This design comes from an exercise in tuning for small area on the open sky130 flow, not from production work.
Function was checked by simulation only, so behaviour that the tests miss may differ from the original.
No activity file was given, so power comes from the tool's default toggle rates.

==> inputs of yarrow <==
==> flow/design.v (excerpt) <==
module cic_bank (
    input  wire        clk,
    input  wire        rst,           
    input  wire        in_valid,
    input  wire [15:0] in_bits,       
    output wire        out_valid,
    output wire [3:0]  out_chan,
    output wire [27:0] out_data       
);
clock: 20.0 ns
lec_check: 0
cap_margin: 20
core_margin: 2
core_utilization: 80
cts_cluster_diameter: 80
cts_cluster_size: 25
slew_margin: 20
run.sh (not shown) runs the stock make flow with config.mk's settings and CLKGATE_MAP_FILE= SYNTH_SCRIPT=/design/flow/synth_recipe.tcl, a recipe that flattens the netlist after the stock synthesis.
==> umber (differences from yarrow) <==
CORE_UTILIZATION = 70   (was 80)
==> run summary <==
item                                                                    yarrow                    umber
Post-layout minimum cycle time                                        13140 ps                 13190 ps
Detailed-routed wire length on met2                                  109000 um                 98800 um
Wire length on met3                                                   21600 um                 15100 um
Share of the clock period used by the worst path                         65.7%                    66.0%
Pin count of the biggest net entering global routing                       201                      220
Average wire per cell in the routed design                             26.6 um                  24.2 um
Data required time of the worst path                                  20660 ps                 20630 ps
Floorplan Core Area                                                102000 um^2              116000 um^2
Die extent in x                                                         324 um                   346 um
Global Route met3 Usage                                                  8.62%                    5.34%
Pre-CTS WS                                                             6320 ps                  6120 ps
Clock latency at the later pin of the worst-skew pair                   740 ps                   710 ps
Routed metal-1 wirelength                                             81800 um                 87400 um
Worst reg2reg endpoint                                                r6_1[22]                 r4_2[21]
Status                                                 complete, no violations  complete, no violations
Worst Tran Pin Value                                                   1170 ps                  1270 ps
Critical-path cell with the highest stage delay                           fa_1                    buf_2
Die Footprint                                                      105000 um^2              120000 um^2
Fraction of standard cell area in multi-input logic                      53.1%                    52.9%
Capturing element of the worst setup path                             r7_1[22]                 r4_1[22]
Count of clock-net buffers in the final layout                              80                       85

========
==> inputs of exp/umber <==
Another version of the RTL of cic_bank (not shown whole).
export LEC_CHECK = 0
export CAP_MARGIN = 20
export CORE_MARGIN = 2
export CORE_UTILIZATION = 80
export CTS_CLUSTER_DIAMETER = 80
export CTS_CLUSTER_SIZE = 25
export SLEW_MARGIN = 20
create_clock -name core_clock -period 20.0 [get_ports {clk}]
==> exp/delta: changes against exp/umber <==
--- a/flow/config.mk
+++ b/flow/config.mk
@@ -8,5 +8,5 @@
 export CAP_MARGIN = 20
 export CORE_MARGIN = 2
-export CORE_UTILIZATION = 80
+export CORE_UTILIZATION = 70
 export CTS_CLUSTER_DIAMETER = 80
 export CTS_CLUSTER_SIZE = 25
==> exp/tundra: changes against exp/umber <==
--- a/flow/config.mk
+++ b/flow/config.mk
@@ -8,5 +8,5 @@
 export CAP_MARGIN = 20
 export CORE_MARGIN = 2
-export CORE_UTILIZATION = 80
+export CORE_UTILIZATION = 60
 export CTS_CLUSTER_DIAMETER = 80
 export CTS_CLUSTER_SIZE = 25
==> qor summary <==
Result of the run: exp/delta no timing/DRC/antenna violations; exp/tundra no timing/DRC/antenna violations; exp/umber no timing/DRC/antenna violations
Worst path bufs/invs: exp/delta 6; exp/tundra 6; exp/umber 5
CP Data Required Time: exp/delta 20.63 ns; exp/tundra 20.61 ns; exp/umber 20.60 ns
Detail-routed via count per cell: exp/delta 6.24; exp/tundra 5.93; exp/umber 6.56
NumNets Final: exp/delta 8438; exp/tundra 8469; exp/umber 8426
Worst Clk Skew: exp/delta 0.0344 ns; exp/tundra 0.0429 ns; exp/umber 0.0470 ns
Area taken by flip-flops and latches: exp/delta 34600 um^2; exp/tundra 34600 um^2; exp/umber 34500 um^2
Sw power: exp/delta 0.00350 W; exp/tundra 0.00359 W; exp/umber 0.00361 W
Clock network power: exp/delta 0.00197 W; exp/tundra 0.00219 W; exp/umber 0.00185 W
Antenna violations before repair: exp/delta 2; exp/tundra 3; exp/umber 1
Area growth, synth to finish: exp/delta 3.84%; exp/tundra 5.08%; exp/umber 3.18%
Area enclosed by the die boundary: exp/delta 121000 um^2; exp/tundra 141000 um^2; exp/umber 106000 um^2
Antenna cell count: exp/delta 0; exp/tundra 2; exp/umber 0
Beginning of the worst register-to-register path: exp/delta mv; exp/tundra nmv; exp/umber nmv
Area fraction of clock buffers and clock inverters: exp/delta 2.87%; exp/tundra 3.46%; exp/umber 2.55%
Total power divided by cell area: exp/delta 128 nW/um^2; exp/tundra 129 nW/um^2; exp/umber 130 nW/um^2
Routed vias: exp/delta 54000; exp/tundra 53200; exp/umber 55500
Cell internal power dissipation: exp/delta 0.00754 W; exp/tundra 0.00764 W; exp/umber 0.00747 W

## static timing again, ports no longer ideal
How much do the figures lean on ideal ports? The routed layouts below were timed once more, with nothing changed but the port constraints.
Step 1: set_driving_cell puts a clkbuf_16 on clk and a buf_2 on each other input, an assumption about the parent block.
Step 2 moves the port delays by t, midway between the first and last clock arrival at a register: inputs arrive t later, outputs are due t later. That takes back most of the time a late clock gives input paths.
a / b / c = no drivers / after step 1 / after step 2; a / b = the first two.
run	t (ns)	setup WS [ns]	worst setup path at the end
yarrow	0.801	6.859 / 6.920 / 6.118	input to register
umber	0.776	6.808 / 6.859 / 6.084	input to register
exp/umber	0.768	6.589 / 6.642 / 5.874	input to register
exp/delta	0.768	6.670 / 6.727 / 5.960	input to register
exp/tundra	0.798	6.648 / 6.706 / 5.908	input to register
After both steps every run listed still meets setup and hold. The setup slack of yarrow, which loses most, moves by +0.061 ns with the drivers and by -0.741 ns with both steps.
